Source: an optimization exercise on an open RTL-to-GDS flow (aim: small area). Production flows keep margins and buffers that such runs may drop. Only simulation tests tie the RTL to the original design; equivalence was not proved. The flow treats the clock pin as an ideal source, which a real chip does not have. No activity file was given, so power comes from the tool's default toggle rates.

==> v36: inputs <==
// pwm_gen
module pwm_gen (
    input             clk,
    input             rst,
    input             key_load,      
    input             wr,
    input             rd,
    input      [9:0]  addr,
    input      [31:0] wdata,
    output reg [31:0] rdata,         
    input             dbg_halt,
    input      [3:0]  fence,
    input      [3:0]  inline_ok,
    input      [3:0]  g3_clear,
    input      [63:0] isense,        
    input      [63:0] vsense,
    input      [3:0]  swn,
    input      [3:0]  flt_in,
    output     [3:0]  gh,
    output     [3:0]  gl,
    output     [3:0]  fault_req
);
    function automatic [32:0] radd(input [31:0] a, input [31:0] b, input ci);
        integer i;
        reg c;
        reg [32:0] r;
        begin
            c = ci;
            for (i = 0; i < 32; i = i + 1) begin
                r[i] = a[i] ^ b[i] ^ c;
                c    = (a[i] & b[i]) | (a[i] & c) | (b[i] & c);
            end
            r[32] = c;
            radd  = r;
        end
    endfunction
    function automatic rge(input [31:0] a, input [31:0] b);
        integer i;
        reg c;
        begin
            c = 1'b1;
            for (i = 0; i < 32; i = i + 1)
                c = (a[i] & ~b[i]) | (a[i] & c) | (~b[i] & c);
            rge = c;
        end
    endfunction
    function automatic [47:0] mulcs(input [15:0] x, input [23:0] y);
        integer i, j;
        reg [40:0] sv, cv, nsv, ncv;
        reg pp, a, b;
        begin
            sv = {17'd0, y & {24{x[0]}}};
            cv = 41'd0;
            for (i = 1; i < 16; i = i + 1) begin
                nsv = sv;
                ncv = 41'd0;
                for (j = i; j < i + 24; j = j + 1) begin
                    pp = y[j-i] & x[i];
                    a  = sv[j];
                    b  = cv[j];
                    nsv[j]   = a ^ b ^ pp;
                    ncv[j+1] = (a & b) | (a & pp) | (b & pp);
                end
                sv = nsv;
                cv = ncv;
            end
            mulcs = {cv[39:16], sv[39:16]};
        end
    endfunction
    wire       in_chan = (addr[9:8] == 2'b00);
    wire [2:0] ch      = addr[8:6];
    wire [3:0] regsel  = addr[5:2];
    wire       g_map   = (addr[9:2] == 8'h80);
    wire       g_flt   = (addr[9:2] == 8'h81);
    wire       g_glob  = (addr[9:2] == 8'h82);
    reg [15:0] flt_map;      
  ...
==> flow/config.mk <==
export PLATFORM = sky130hd
export DESIGN_NAME = pwm_gen
export DESIGN_NICKNAME = pwm_gen
export VERILOG_FILES = /design/flow/design.v
export SDC_FILE = /design/flow/constraint.sdc
export NUM_CORES = 8
export LEC_CHECK = 0
export ABC_AREA = 1
export CAP_MARGIN = 30
export CORE_MARGIN = 2
export CORE_UTILIZATION = 55
export CTS_CLUSTER_DIAMETER = 70
export CTS_CLUSTER_SIZE = 26
export SLEW_MARGIN = 30
==> flow/constraint.sdc <==
create_clock -name core_clock -period 30.0 [get_ports {clk}]
set_input_delay 6.0000 -clock core_clock [delete_from_list [all_inputs] [get_ports {clk}]]
set_output_delay 6.0000 -clock core_clock [all_outputs]
set_load 0.01 [all_outputs]
standard.sh (not shown) runs the stock make flow with config.mk's settings and CLKGATE_MAP_FILE= SYNTH_SCRIPT=/design/flow/synth_recipe.tcl, a recipe that flattens the netlist after the stock synthesis.
==> flow/flow/run.sh <==
#!/bin/bash
# Layout flow: the standard ORFS flow (standard.sh), with three changes:
#  1. After the standard synthesis (standard.sh, unchanged), the logic between
#     the registers and the full-adder cells is mapped again for area with
#     Yosys/ABC (flow/reopt.ys). Registers, full-adder cells and their
#     names stay exactly as the standard synthesis made them; only the
#     combinational gates around them are re-mapped.
#  2. The clock tree is built without dummy loads (clock_tree_synthesis
#     -dont_use_dummy_load); clustering as in config.mk.
#  3. The port buffers are sky130_fd_sc_hd__buf_2 (every port still gets one).
# Each tool's full output goes to a log file of its own in this folder:
# synth_flow.log, reopt.log, layout_flow.log (and ORFS's per-step logs).
set -euo pipefail
WORK="$PWD"
R="$WORK/orfs/results/sky130hd/pwm_gen/base"
export CTS_ARGS="-sink_clustering_enable -repair_clock_nets -dont_use_dummy_load -sink_clustering_size 26 -sink_clustering_max_diameter 70"
export BUFFER_PORTS_ARGS="-inputs -outputs -buffer_cell sky130_fd_sc_hd__buf_2"

# 1. standard synthesis
bash standard.sh "$R/1_2_yosys.v" > synth_flow.log 2>&1
cp "$R/1_2_yosys.v" "$WORK/standard_synth.v"

# 2. area re-mapping of the logic between registers and adder cells
YOSYS=yosys
if [[ -x "$FLOW_HOME/../tools/install/yosys/bin/yosys" ]]; then
  YOSYS="$FLOW_HOME/../tools/install/yosys/bin/yosys"
fi
LIB="$FLOW_HOME/platforms/sky130hd/lib/sky130_fd_sc_hd__tt_025C_1v80.lib"
sed -e "s#@LIB@#$LIB#g" -e "s#@IN@#$WORK/standard_synth.v#g" \
    -e "s#@OUT@#$WORK/reopt.v#g" flow/reopt.ys > reopt_run.ys
"$YOSYS" -s reopt_run.ys > reopt.log 2>&1
cp "$WORK/reopt.v" "$R/1_2_yosys.v"
touch "$R/1_2_yosys.v" "$R/1_2_yosys.sdc"

# 3. the rest of the standard flow, from the re-mapped netlist
bash standard.sh finish > layout_flow.log 2>&1
==> flow/flow/reopt.ys <==
# Area re-mapping of the standard synthesis netlist. Registers, full-adder cells
# and tie cells are kept as black boxes; everything else is mapped again.
read_liberty -ignore_miss_func @LIB@
read_verilog @IN@
hierarchy -top pwm_gen
setattr -mod -set keep_hierarchy 1 sky130_fd_sc_hd__dfxtp_1 sky130_fd_sc_hd__edfxtp_1 sky130_fd_sc_hd__fa_1 sky130_fd_sc_hd__conb_1 sky130_fd_sc_hd__maj3_1
flatten
blackbox sky130_fd_sc_hd__dfxtp_1 sky130_fd_sc_hd__edfxtp_1 sky130_fd_sc_hd__fa_1 sky130_fd_sc_hd__conb_1 sky130_fd_sc_hd__maj3_1
opt_clean
abc -liberty @LIB@ -dont_use sky130_fd_sc_hd__lpflow_bleeder_1 -dont_use sky130_fd_sc_hd__lpflow_clkbufkapwr_1 -dont_use sky130_fd_sc_hd__lpflow_clkbufkapwr_16 -dont_use sky130_fd_sc_hd__lpflow_clkbufkapwr_2 -dont_use sky130_fd_sc_hd__lpflow_clkbufkapwr_4 -dont_use sky130_fd_sc_hd__lpflow_clkbufkapwr_8 -dont_use sky130_fd_sc_hd__lpflow_clkinvkapwr_1 -dont_use sky130_fd_sc_hd__lpflow_clkinvkapwr_16 -dont_use sky130_fd_sc_hd__lpflow_clkinvkapwr_2 -dont_use sky130_fd_sc_hd__lpflow_clkinvkapwr_4 -dont_use sky130_fd_sc_hd__lpflow_clkinvkapwr_8 -dont_use sky130_fd_sc_hd__lpflow_decapkapwr_12 -dont_use sky130_fd_sc_hd__lpflow_decapkapwr_3 -dont_use sky130_fd_sc_hd__lpflow_decapkapwr_4 -dont_use sky130_fd_sc_hd__lpflow_decapkapwr_6 -dont_use sky130_fd_sc_hd__lpflow_decapkapwr_8 -dont_use sky130_fd_sc_hd__lpflow_inputiso0n_1 -dont_use sky130_fd_sc_hd__lpflow_inputiso0p_1 -dont_use sky130_fd_sc_hd__lpflow_inputiso1n_1 -dont_use sky130_fd_sc_hd__lpflow_inputiso1p_1 -dont_use sky130_fd_sc_hd__lpflow_inputisolatch_1 -dont_use sky130_fd_sc_hd__lpflow_isobufsrc_1 -dont_use sky130_fd_sc_hd__lpflow_isobufsrc_16 -dont_use sky130_fd_sc_hd__lpflow_isobufsrc_2 -dont_use sky130_fd_sc_hd__lpflow_isobufsrc_4 -dont_use sky130_fd_sc_hd__lpflow_isobufsrc_8 -dont_use sky130_fd_sc_hd__lpflow_isobufsrckapwr_16 -dont_use sky130_fd_sc_hd__lpflow_lsbuf_lh_hl_isowell_tap_1 -dont_use sky130_fd_sc_hd__lpflow_lsbuf_lh_hl_isowell_tap_2 -dont_use sky130_fd_sc_hd__lpflow_lsbuf_lh_hl_isowell_tap_4 -dont_use sky130_fd_sc_hd__lpflow_lsbuf_lh_isowell_4 -dont_use sky130_fd_sc_hd__lpflow_lsbuf_lh_isowell_tap_1 -dont_use sky130_fd_sc_hd__lpflow_lsbuf_lh_isowell_tap_2 -dont_use sky130_fd_sc_hd__lpflow_lsbuf_lh_isowell_tap_4 -dont_use sky130_fd_sc_hd__probe_p_8 -dont_use sky130_fd_sc_hd__probec_p_8  -script +strash;dc2;dch,-f;map,-a;mfs2;strash;dc2;dch,-f;map,-a;topo;dnsize
opt_clean
splitnets
opt_clean -purge
hilomap -singleton -hicell sky130_fd_sc_hd__conb_1 HI -locell sky130_fd_sc_hd__conb_1 LO
insbuf -buf sky130_fd_sc_hd__buf_4 A X
write_verilog -noattr -nohex -nodec @OUT@
stat -liberty @LIB@
==> v18: changes against v36 <==
--- a/flow/design.v
+++ b/flow/design.v
@@ -62,28 +62,22 @@
             rge = c;
         end
     endfunction
     reg        arm, stretch, adapt;
     reg [1:0]  mode;
     reg [28:0] per_r, rise_r, fall_r;
     reg [7:0]  dt_rise, dt_fall, dt_margin, dt_last;
-    reg [7:0]  n_dt_min, min_pulse;
+    reg [7:0]  dt_min, min_pulse;
     reg [1:0]  safe;
     reg [2:0]  blank_src;
     reg        blank_en;
-    reg [15:0] max_duty, n_fw_max_duty, n_duty_slew;
-    reg [9:0]  n_blank;
+    reg [15:0] max_duty, fw_max_duty, duty_slew;
+    reg [9:0]  blank;
     reg [8:0]  filt;
-    reg [15:0] i_lim, n_fw_i_lim, v_lim, n_fw_v_lim;
-    wire [7:0]  dt_min      = ~n_dt_min;
-    wire [15:0] fw_max_duty = ~n_fw_max_duty;
-    wire [15:0] duty_slew   = ~n_duty_slew;
-    wire [9:0]  blank       = ~n_blank;
-    wire [15:0] fw_i_lim    = ~n_fw_i_lim;
-    wire [15:0] fw_v_lim    = ~n_fw_v_lim;
+    reg [15:0] i_lim, fw_i_lim, v_lim, fw_v_lim;
     reg [15:0] short_cnt, late_cnt, swn_miss, g3_trips;
     reg        st_late, st_clamp, st_oc, st_ov, st_mref;
     reg [23:0] sh_p, sh_rise, alt_fall;
     reg [23:0] lt_p, lt_rise;
     reg        lt_v;
     reg [12:0] sh_fl, lt_fl;
     reg [23:0] a_sh, s_sh, a_lt, s_lt, b_acc;
@@ -228,31 +222,31 @@
         if (rst || commit)                   fall_r <= wdata[28:0];
         if (rst || we_dt) begin
             dt_rise   <= wdata[7:0];
             dt_fall   <= wdata[15:8];
             dt_margin <= wdata[23:16];
         end
         if (rst || (kl_we && regsel == R_LIM)) begin
-            n_dt_min  <= ~wdata[7:0];
+            dt_min    <= wdata[7:0];
             min_pulse <= wdata[15:8];
             safe      <= wdata[17:16];
             blank_src <= wdata[22:20];
             blank_en  <= wdata[23];
         end
         if (rst || (kl_we && regsel == R_DUTY))  max_duty  <= wdata[15:0];
-        if (rst || we_slew)                      n_duty_slew <= ~wdata[15:0];
+        if (rst || we_slew)                      duty_slew <= wdata[15:0];
         if (rst || (kl_we && regsel == R_SENSE)) begin
-            n_blank <= ~wdata[9:0];
+            blank <= wdata[9:0];
             filt  <= wdata[24:16];
         end
         if (rst || (kl_we && regsel == R_ILIM))  i_lim <= wdata[15:0];
         if (rst || (kl_we && regsel == R_VLIM))  v_lim <= wdata[15:0];
-        if (rst || we_duty) n_fw_max_duty <= ~fw_new;
-        if (rst || we_ilim) n_fw_i_lim    <= ~fw_new;
-        if (rst || we_vlim) n_fw_v_lim    <= ~fw_new;
+        if (rst || we_duty) fw_max_duty <= fw_new;
+        if (rst || we_ilim) fw_i_lim    <= fw_new;
+        if (rst || we_vlim) fw_v_lim    <= fw_new;
         if (rst || commit_nl || we_duty || xfer)
             a_sh <= (commit_nl || we_duty || !xfer_g) ? m1 : a_lt;
         if (rst || commit_nl || we_slew || xfer)
             s_sh <= (commit_nl || we_slew || !xfer_g) ? (we_slew ? m1 : m2) : s_lt;
     end
     always @(posedge clk) begin
         if (rst) begin
==> flow/run.sh (new file) <==
#!/bin/bash
# synth_recipe.tcl (not shown) runs the flow's synth.tcl, then flattens the netlist and writes it again
# the make line also repeats each setting of config.mk as NAME=value (left out here)
make -C /OpenROAD-flow-scripts/flow DESIGN_CONFIG=/design/flow/config.mk WORK_HOME=/design/flow/orfs CLKGATE_MAP_FILE= SYNTH_SCRIPT=/design/flow/synth_recipe.tcl finish
CAP_MARGIN = 40   (was 30)
CORE_UTILIZATION = 50   (was 55)
CTS_CLUSTER_DIAMETER = 80   (was 70)
CTS_CLUSTER_SIZE = 24   (was 26)
SLEW_MARGIN = 40   (was 30)
removed: flow/flow/run.sh
removed: flow/flow/reopt.ys
removed: flow/standard.sh
==> v30: changes against v36 <==
--- a/flow/flow/run.sh
+++ b/flow/flow/run.sh
@@ -9,15 +9,15 @@
 #     -dont_use_dummy_load); clustering as in config.mk.
 #  3. The port buffers are sky130_fd_sc_hd__buf_2 (every port still gets one).
 # Each tool's full output goes to a log file of its own in this folder:
 # synth_flow.log, reopt.log, layout_flow.log (and ORFS's per-step logs).
 set -euo pipefail
 WORK="$PWD"
 R="$WORK/orfs/results/sky130hd/pwm_gen/base"
-export CTS_ARGS="-sink_clustering_enable -repair_clock_nets -dont_use_dummy_load -sink_clustering_size 26 -sink_clustering_max_diameter 70"
+export CTS_ARGS="-sink_clustering_enable -repair_clock_nets -dont_use_dummy_load -sink_clustering_size 28 -sink_clustering_max_diameter 80"
 export BUFFER_PORTS_ARGS="-inputs -outputs -buffer_cell sky130_fd_sc_hd__buf_2"
 
 # 1. standard synthesis
 bash standard.sh "$R/1_2_yosys.v" > synth_flow.log 2>&1
 cp "$R/1_2_yosys.v" "$WORK/standard_synth.v"
 
 # 2. area re-mapping of the logic between registers and adder cells
CAP_MARGIN = 40   (was 30)
CORE_UTILIZATION = 50   (was 55)
CTS_CLUSTER_DIAMETER = 80   (was 70)
CTS_CLUSTER_SIZE = 28   (was 26)
SLEW_MARGIN = 40   (was 30)
==> v14: changes against v36 <==
--- a/flow/flow/run.sh
+++ b/flow/flow/run.sh
@@ -9,15 +9,15 @@
 #     -dont_use_dummy_load); clustering as in config.mk.
 #  3. The port buffers are sky130_fd_sc_hd__buf_2 (every port still gets one).
 # Each tool's full output goes to a log file of its own in this folder:
 # synth_flow.log, reopt.log, layout_flow.log (and ORFS's per-step logs).
 set -euo pipefail
 WORK="$PWD"
 R="$WORK/orfs/results/sky130hd/pwm_gen/base"
-export CTS_ARGS="-sink_clustering_enable -repair_clock_nets -dont_use_dummy_load -sink_clustering_size 26 -sink_clustering_max_diameter 70"
+export CTS_ARGS="-sink_clustering_enable -repair_clock_nets -dont_use_dummy_load -sink_clustering_size 24 -sink_clustering_max_diameter 80"
 export BUFFER_PORTS_ARGS="-inputs -outputs -buffer_cell sky130_fd_sc_hd__buf_2"
 
 # 1. standard synthesis
 bash standard.sh "$R/1_2_yosys.v" > synth_flow.log 2>&1
 cp "$R/1_2_yosys.v" "$WORK/standard_synth.v"
 
 # 2. area re-mapping of the logic between registers and adder cells
CAP_MARGIN = 40   (was 30)
CTS_CLUSTER_DIAMETER = 80   (was 70)
CTS_CLUSTER_SIZE = 24   (was 26)
SLEW_MARGIN = 40   (was 30)
==> results.txt <==
- v18 produced a clean layout. v14 went through all stages and came out clean. v36 went through all stages and came out clean. v30 went through all stages and came out clean.
- Of v14 and v18, v18 has the higher wire length (gap about 1.3%, measured against v18).
- The highest hold slack belongs to v18, the lowest to v14.
- Core utilization: v14 > v36 > v30 > v18.
- The highest non-clock buffer count belongs to v30, the lowest to v18.
- Critical path depth: v36 is lower than v14 (7).
- Final cell count, lowest first: v36, v14, v30, v18.
- Worst setup slack, lowest first: v36, v14, v30, v18.
- Sequential power is about the same in v30 and v14.
==> figures <==
|  | v36 | v18 | v14 | v30 |
|---|---|---|---|---|
| Fraction of power spent switching nets | 51.6% | 51.2% | 51.8% | 52.5% |
| Site Rows | 214 | 232 | 214 | 224 |
| Critical path depth in cells | 68 | 69 | 75 | 76 |
| Vias in the first global route | 162k | 162k | 161k | 161k |
| First-pass detailed-route iteration total | 13 | 7 | 12 | 8 |
| Average via count per standard cell | 6.98 | 6.39 | 6.99 | 6.79 |
| Die ar. | 0.345 mm2 | 0.407 mm2 | 0.345 mm2 | 0.380 mm2 |
| Width of the die | 588 um | 638 um | 588 um | 616 um |
| Run status | finished clean | finished clean | finished clean | finished clean |
| 1st-iter DRT viols | 34.8k | 29.4k | 34.0k | 32.4k |
| Worst-case reg-to-reg path depth | 75 | 55 | 75 | 60 |
| Synth Net Count | 21.8k | 24.8k | 21.8k | 21.8k |
| Fraction of area in clock buffers and inverters | 2.47% | 3.05% | 2.23% | 2.18% |
| Number of tapcells | 4536 | 5265 | 4536 | 4972 |
| Placed cell area | 0.199 mm2 | 0.211 mm2 | 0.200 mm2 | 0.200 mm2 |
| Fin util | 60.4% | 54.5% | 60.4% | 55.1% |
| Total routed wire length on the met1 layer | 318000 um | 359000 um | 317000 um | 341000 um |

re-timing with driven ports:
Ports are ideal in the flow. The routed layouts listed here were re-timed in OpenROAD. Step 1 sets driving cells, clkbuf_16 on the clock port and buf_2 on the other inputs (assumed; they add their load-dependent delay and slew). Step 2 times the ports against the registers' clock, not the clock port: input delays grow and output delays shrink by t, the midpoint of the rising clock arrivals with the driver on. Three values: no drivers, after step 1, after step 2; two values: the first two.
| run | shift t [ns] | setup WS [ns] | clock arrival spread, ns | pins driven straight from the clock port |
|---|---|---|---|---|
| v36 | 1.163 | 2.301 / 2.238 / 1.075 | 0.181 / 0.181 | 1 |
| v18 | 1.105 | 3.803 / 3.910 / 2.806 | 0.126 / 0.125 | 1 |
| v30 | 1.101 | 3.353 / 3.395 / 2.294 | 0.166 / 0.166 | 1 |
| v14 | 1.136 | 2.982 / 2.928 / 1.792 | 0.166 / 0.167 | 1 |
After both steps every run listed still meets setup and hold. For v36, which loses most, drivers alone change the setup slack by -0.063 ns; drivers and shift together by -1.226 ns.
